What follows belongs to an exercise in optimizing a design on an open flow for small area, a short achievable clock period and few clock cycles; a production flow would make more cautious choices. At most, simulation tests tie the RTL to the original design; equivalence was not proved.

==> flow/design.v <==
module crc_top (
    input  wire        clk,
    input  wire        rst,
    input  wire        wr_en,
    input  wire        rd_en,
    input  wire [6:0]  addr,
    input  wire [31:0] wdata,
    output reg         ready,
    output reg         rvalid,
    output wire [31:0] rdata
);
    localparam [31:0] MU_RESET = 32'h04D1_01DF;
    reg  [6:0]  width;
    reg         refin;
    reg         refout;
    reg  [1:0]  feed_w;
    reg  [63:0] poly;
    reg  [63:0] init;
    reg  [63:0] xorout;
    reg  [5:0]  sh_p, sh_l, sh_m;     
    reg         w_lt64;               
    reg  [63:0] sreg;
    reg  [5:0]  sh_st;
    reg         nat;                  
    reg         clean;                
    reg  [31:0] state_hi_wr;
    reg  [31:0] state_hi_rd;
    reg  [31:0] result_hi_rd;
    reg  [31:0] feed;
    reg  [1:0]  feed_left;            
    reg         feed_byte;            
    reg         step;                 
    reg  [31:0] mu;
    reg         mu_ok;
    reg  [3:0]  mu_cnt;               
    reg  busy;
    wire acc_wr = wr_en && !busy;
    wire acc_rd = rd_en && !wr_en && !busy;
    wire [4:0] a = addr[6:2];
    wire [6:0]  w_new  = (wdata[6:0] < 7'd3) ? 7'd3 : (wdata[6:0] > 7'd64) ? 7'd64 : wdata[6:0];
    wire [5:0]  sh_new = ~(w_new[5:0] - 6'd1);
    wire [63:0] wmask  = {64{1'b1}} >> sh_m;
    wire [63:0] p_al   = poly << sh_p;
    reg  [63:0] p_al_q;
    wire [31:0] tx = sreg[63:32] ^ feed;
    wire [31:0] te = !step     ? 32'd0 :
                     feed_byte ? {24'd0, tx[31:24]} : tx;
    wire [31:0] q;
    genvar m, k, n;
    generate
        for (m = 0; m < 31; m = m + 1) begin : g_hi
            wire [30-m:0] t;
            for (k = 0; k <= 30 - m; k = k + 1) begin : g_t
                assign t[k] = te[m+1+k] & mu[31-k];
            end
            assign q[m] = te[m] ^ (^t);
        end
    endgenerate
    assign q[31] = te[31];
    wire [63:0] r;
    generate
        for (n = 0; n < 64; n = n + 1) begin : g_lo
            localparam integer NT = (n < 32) ? n + 1 : 32;
            wire [NT-1:0] t;
            for (k = 0; k < NT; k = k + 1) begin : g_t
                assign t[k] = q[k] & p_al_q[n-k];
            end
            assign r[n] = ^t;
        end
    endgenerate
    wire [63:0] s_shift = !step     ? sreg :
                          feed_byte ? {sreg[55:0], 8'd0} : {sreg[31:0], 32'd0};
    wire [63:0] s_eng   = s_shift ^ r;            
    wire [63:0] s_nat = s_eng >> sh_st;           
    wire [5:0]  amt_l = sh_l - sh_st;
    wire [127:0] l_rr = {sreg, sreg} << amt_l;
    wire [63:0] l_al  = l_rr[127:64];
    wire [63:0] a_now = nat ? l_al : s_eng;
    reg  [63:0] refl;
    reg  [63:0] hmask;                            
    integer j;
    always @(*) begin
        for (j = 0; j < 64; j = j + 1) begin
            refl[j]  = a_now[63 - j];
            hmask[j] = wmask[63 - j];
        end
    end
    wire [63:0] result = ((refout ? refl : s_nat) ^ xorout) & wmask;
    wire [31:0] ptop = p_al[63:32];               
    reg  [31:0] fr;
    reg  [31:0] mm;
    integer i;
    always @(*) begin
        for (i = 0; i < 32; i = i + 1)
            fr[i] = ptop[31 - i];
        mm = mu;
        for (i = 0; i < 4; i = i + 1)
            mm = {mm[30:0], ^(fr & mm)};
    end
    reg [31:0] d_ord;
    always @(*) begin
        for (j = 0; j < 32; j = j + 1)
            d_ord[j] = refin ? wdata[31 - j] : wdata[8 * (3 - j / 8) + (j % 8)];
    end
    wire wr_cfg   = acc_wr && a == 5'h10;
    wire wr_poly  = acc_wr && ((a == 5'h11 && w_lt64) || (a == 5'h12 && !sh_l[5]));
    wire wr_start = acc_wr && a == 5'h17 && wdata[0];
    wire wr_data  = acc_wr && a == 5'h18;
    wire wr_state = acc_wr && a == 5'h19;
    wire align    = nat && (clean || feed_left != 2'd0);
    reg [1:0] fl_n;
    reg       mu_ok_n, nat_n;
    reg [5:0] sh_st_n;
    always @(*) begin
        fl_n = feed_left;
        if (step) fl_n = feed_left - 2'd1;
        if (wr_data) fl_n = (feed_w == 2'd1) ? 2'd2 : 2'd1;
        mu_ok_n = mu_ok;
        if (mu_cnt == 4'd1) mu_ok_n = 1'b1;
        if (wr_cfg || wr_poly) mu_ok_n = 1'b0;
        sh_st_n = sh_st;
        nat_n   = nat;
        if (align) begin
            sh_st_n = sh_l;
            nat_n   = 1'b0;
        end
        if (wr_start || wr_state) begin
            sh_st_n = 6'd0;
            nat_n   = w_lt64;
        end
        if (wr_cfg)
            nat_n   = 1'b1;
    end
    reg [31:0] rd_q, rs_q;
    assign rdata = rd_q | rs_q;
    reg [31:0] rd_val;
    always @(*) begin
        case (a)
            5'h10:   rd_val = {21'd0, feed_w, refout, refin, width};
            5'h11:   rd_val = poly[31:0];
            5'h12:   rd_val = poly[63:32];
            5'h13:   rd_val = init[31:0];
            5'h14:   rd_val = init[63:32];
            5'h15:   rd_val = xorout[31:0];
            5'h16:   rd_val = xorout[63:32];
            5'h1A:   rd_val = state_hi_rd;
            5'h1C:   rd_val = result_hi_rd;
            default: rd_val = 32'd0;
        endcase
    end
    always @(posedge clk) begin
        p_al_q <= p_al;
        rd_q   <= rd_val;
        rs_q   <= ({32{a == 5'h19}} & s_nat[31:0]) | ({32{a == 5'h1B}} & result[31:0]);
    end
    always @(posedge clk) begin
        if (rst) begin
            width        <= 7'd32;
            refin        <= 1'b1;
            refout       <= 1'b1;
            feed_w       <= 2'd2;
            sh_p         <= 6'd32;
            sh_l         <= 6'd32;
            sh_m         <= 6'd32;
            w_lt64       <= 1'b1;
            poly         <= 64'h0000_0000_04C1_1DB7;
            init         <= 64'h0000_0000_FFFF_FFFF;
            xorout       <= 64'h0000_0000_FFFF_FFFF;
            sreg         <= 64'd0;
            sh_st        <= 6'd32;
            nat          <= 1'b0;
            clean        <= 1'b1;
            state_hi_wr  <= 32'd0;
            state_hi_rd  <= 32'd0;
            result_hi_rd <= 32'd0;
            feed_left    <= 2'd0;
            feed_byte    <= 1'b0;
            step         <= 1'b0;
            mu           <= MU_RESET;
            mu_ok        <= 1'b1;
            mu_cnt       <= 4'd0;
            ready        <= 1'b1;
            busy         <= 1'b0;
            rvalid       <= 1'b0;
        end else begin
            rvalid    <= acc_rd;
            feed_left <= fl_n;
            mu_ok     <= mu_ok_n;
            sh_st     <= sh_st_n;
            nat       <= nat_n;
            step      <= (fl_n != 2'd0) && mu_ok_n && !nat_n;
            ready     <= (fl_n == 2'd0) || (fl_n == 2'd1 && mu_ok_n && !nat_n);
            busy      <= !((fl_n == 2'd0) || (fl_n == 2'd1 && mu_ok_n && !nat_n));
            if (mu_cnt != 4'd0) begin
                mu     <= mm;
                mu_cnt <= mu_cnt - 4'd1;
            end
            if (wr_cfg || wr_poly) begin
                mu     <= 32'd1;
                mu_cnt <= 4'd8;
            end
            if (step)
                feed <= {feed[23:0], 8'd0};
            if (wr_start || wr_state)
                sreg <= (a[1] ? init : {state_hi_wr, wdata}) & wmask;
            else if (align)
                sreg <= l_al & hmask;
            else
                sreg <= s_eng;
            if (align || wr_start || wr_state)
                clean <= 1'b1;
            if (wr_cfg)
                clean <= 1'b0;
            if (acc_wr) begin
                case (a)
                    5'h10: begin
                        width  <= wdata[6:0];
                        refin  <= wdata[7];
                        refout <= wdata[8];
                        feed_w <= wdata[10:9];
                        sh_p   <= sh_new;
                        sh_l   <= sh_new;
                        sh_m   <= sh_new;
                        w_lt64 <= (sh_new != 6'd0);
                    end
                    5'h11: poly[31:0]    <= wdata;
                    5'h12: poly[63:32]   <= wdata;
                    5'h13: init[31:0]    <= wdata;
                    5'h14: init[63:32]   <= wdata;
                    5'h15: xorout[31:0]  <= wdata;
                    5'h16: xorout[63:32] <= wdata;
                    5'h18: begin
                        feed      <= d_ord;
                        feed_byte <= (feed_w[1] == 1'b0);
                    end
                    5'h1A: state_hi_wr <= wdata;
                    default: ;
                endcase
            end
            if (acc_rd && a == 5'h19) state_hi_rd  <= s_nat[63:32];
            if (acc_rd && a == 5'h1B) result_hi_rd <= result[63:32];
        end
    end
endmodule
clock: 32.0 ns
lec_check: 0
cap_margin: 20
core_margin: 2
core_utilization: 25
place_density: 0.65
slew_margin: 20
standard.sh (not shown) runs the stock make flow with config.mk's settings and CLKGATE_MAP_FILE= SYNTH_SCRIPT=/design/flow/synth_recipe.tcl, a recipe that flattens the netlist after the stock synthesis.
==> flow/flow/run.sh <==
#!/bin/bash
# The standard layout, with port buffers of a normal drive strength and timing repair
# aiming for setup slack beyond the default margin. make's output goes to flow_make.log;
# each ORFS step keeps its own log under orfs/logs.
set -euo pipefail
bash standard.sh 'BUFFER_PORTS_ARGS=-buffer_cell sky130_fd_sc_hd__buf_4' SETUP_SLACK_MARGIN=24 finish > flow_make.log 2>&1
Rerun with:
--- a/flow/design.v
+++ b/flow/design.v
@@ -8,5 +8,5 @@
     output reg         ready,
     output reg         rvalid,
-    output wire [31:0] rdata
+    output reg  [31:0] rdata
 );
     localparam [31:0] MU_RESET = 32'h04D1_01DF;
@@ -76,15 +76,18 @@
     wire [127:0] l_rr = {sreg, sreg} << amt_l;
     wire [63:0] l_al  = l_rr[127:64];
-    wire [63:0] a_now = nat ? l_al : s_eng;
-    reg  [63:0] refl;
+    reg  [63:0] refl_e, refl_l;                   
     reg  [63:0] hmask;                            
     integer j;
     always @(*) begin
         for (j = 0; j < 64; j = j + 1) begin
-            refl[j]  = a_now[63 - j];
-            hmask[j] = wmask[63 - j];
-        end
-    end
-    wire [63:0] result = ((refout ? refl : s_nat) ^ xorout) & wmask;
+            refl_e[j] = s_eng[63 - j];
+            refl_l[j] = l_al[63 - j];
+            hmask[j]  = wmask[63 - j];
+        end
+    end
+    wire        r_e = refout && !nat;
+    wire        r_l = refout && nat;
+    wire [63:0] result = ((({64{r_e}} & refl_e) | ({64{!refout}} & s_nat) | ({64{r_l}} & refl_l))
+                          & wmask) ^ (xorout & wmask);
     wire [31:0] ptop = p_al[63:32];               
     reg  [31:0] fr;
@@ -132,6 +135,4 @@
             nat_n   = 1'b1;
     end
-    reg [31:0] rd_q, rs_q;
-    assign rdata = rd_q | rs_q;
     reg [31:0] rd_val;
     always @(*) begin
@@ -148,9 +149,9 @@
             default: rd_val = 32'd0;
         endcase
+        rd_val = rd_val | ({32{a == 5'h19}} & s_nat[31:0]) | ({32{a == 5'h1B}} & result[31:0]);
     end
     always @(posedge clk) begin
         p_al_q <= p_al;
-        rd_q   <= rd_val;
-        rs_q   <= ({32{a == 5'h19}} & s_nat[31:0]) | ({32{a == 5'h1B}} & result[31:0]);
+        rdata  <= rd_val;
     end
     always @(posedge clk) begin
@@ -202,14 +203,19 @@
             if (step)
                 feed <= {feed[23:0], 8'd0};
-            if (wr_start || wr_state)
-                sreg <= (a[1] ? init : {state_hi_wr, wdata}) & wmask;
-            else if (align)
-                sreg <= l_al & hmask;
-            else
-                sreg <= s_eng;
-            if (align || wr_start || wr_state)
+            sreg <= s_eng;
+            if (align) begin
+                sreg  <= l_al & hmask;
                 clean <= 1'b1;
+            end
             if (wr_cfg)
                 clean <= 1'b0;
+            if (wr_start) begin
+                sreg  <= init & wmask;
+                clean <= 1'b1;
+            end
+            if (wr_state) begin
+                sreg  <= {state_hi_wr, wdata} & wmask;
+                clean <= 1'b1;
+            end
             if (acc_wr) begin
                 case (a)
After rerunning: Sequential share of layout area came out lower by 0.58 points. Count of clock-buffer cells in the layout is lower by 14. Wire length stays flat. Core utilization stays flat. Via count stays flat. Design area fell slightly. Die area is lower slightly.
Testbench counts after the change, summed over its fixed seeds: cycles 52,286.
No functional check of the RTL was part of the first run of this note.

re-timing with driven ports:
How much do the figures lean on ideal ports? The routed layouts below were timed once more, with nothing changed but the port constraints.
Step 1: set_driving_cell puts a clkbuf_16 on clk and a buf_2 on each other input, an assumption about the parent block.
Step 2 adds t to the input delays and takes it off the output delays; t is the mean of the earliest and latest rising clock arrival at the registers after step 1. Input paths then give back, and output paths get back, about the clock's delay inside the block.
Three values: ideal, step 1, step 2; two values: the first two.
run	t, ns	slack for setup (ns)	cell pins on the clock port's net
the first run	0.730	23.816 / 23.816 / 23.157	1
the second run	0.764	23.836 / 23.872 / 23.116	1
After both steps setup and hold are still met in every run listed. The setup slack of the second run, which loses most, moves by +0.036 ns with the drivers and by -0.720 ns with both steps.
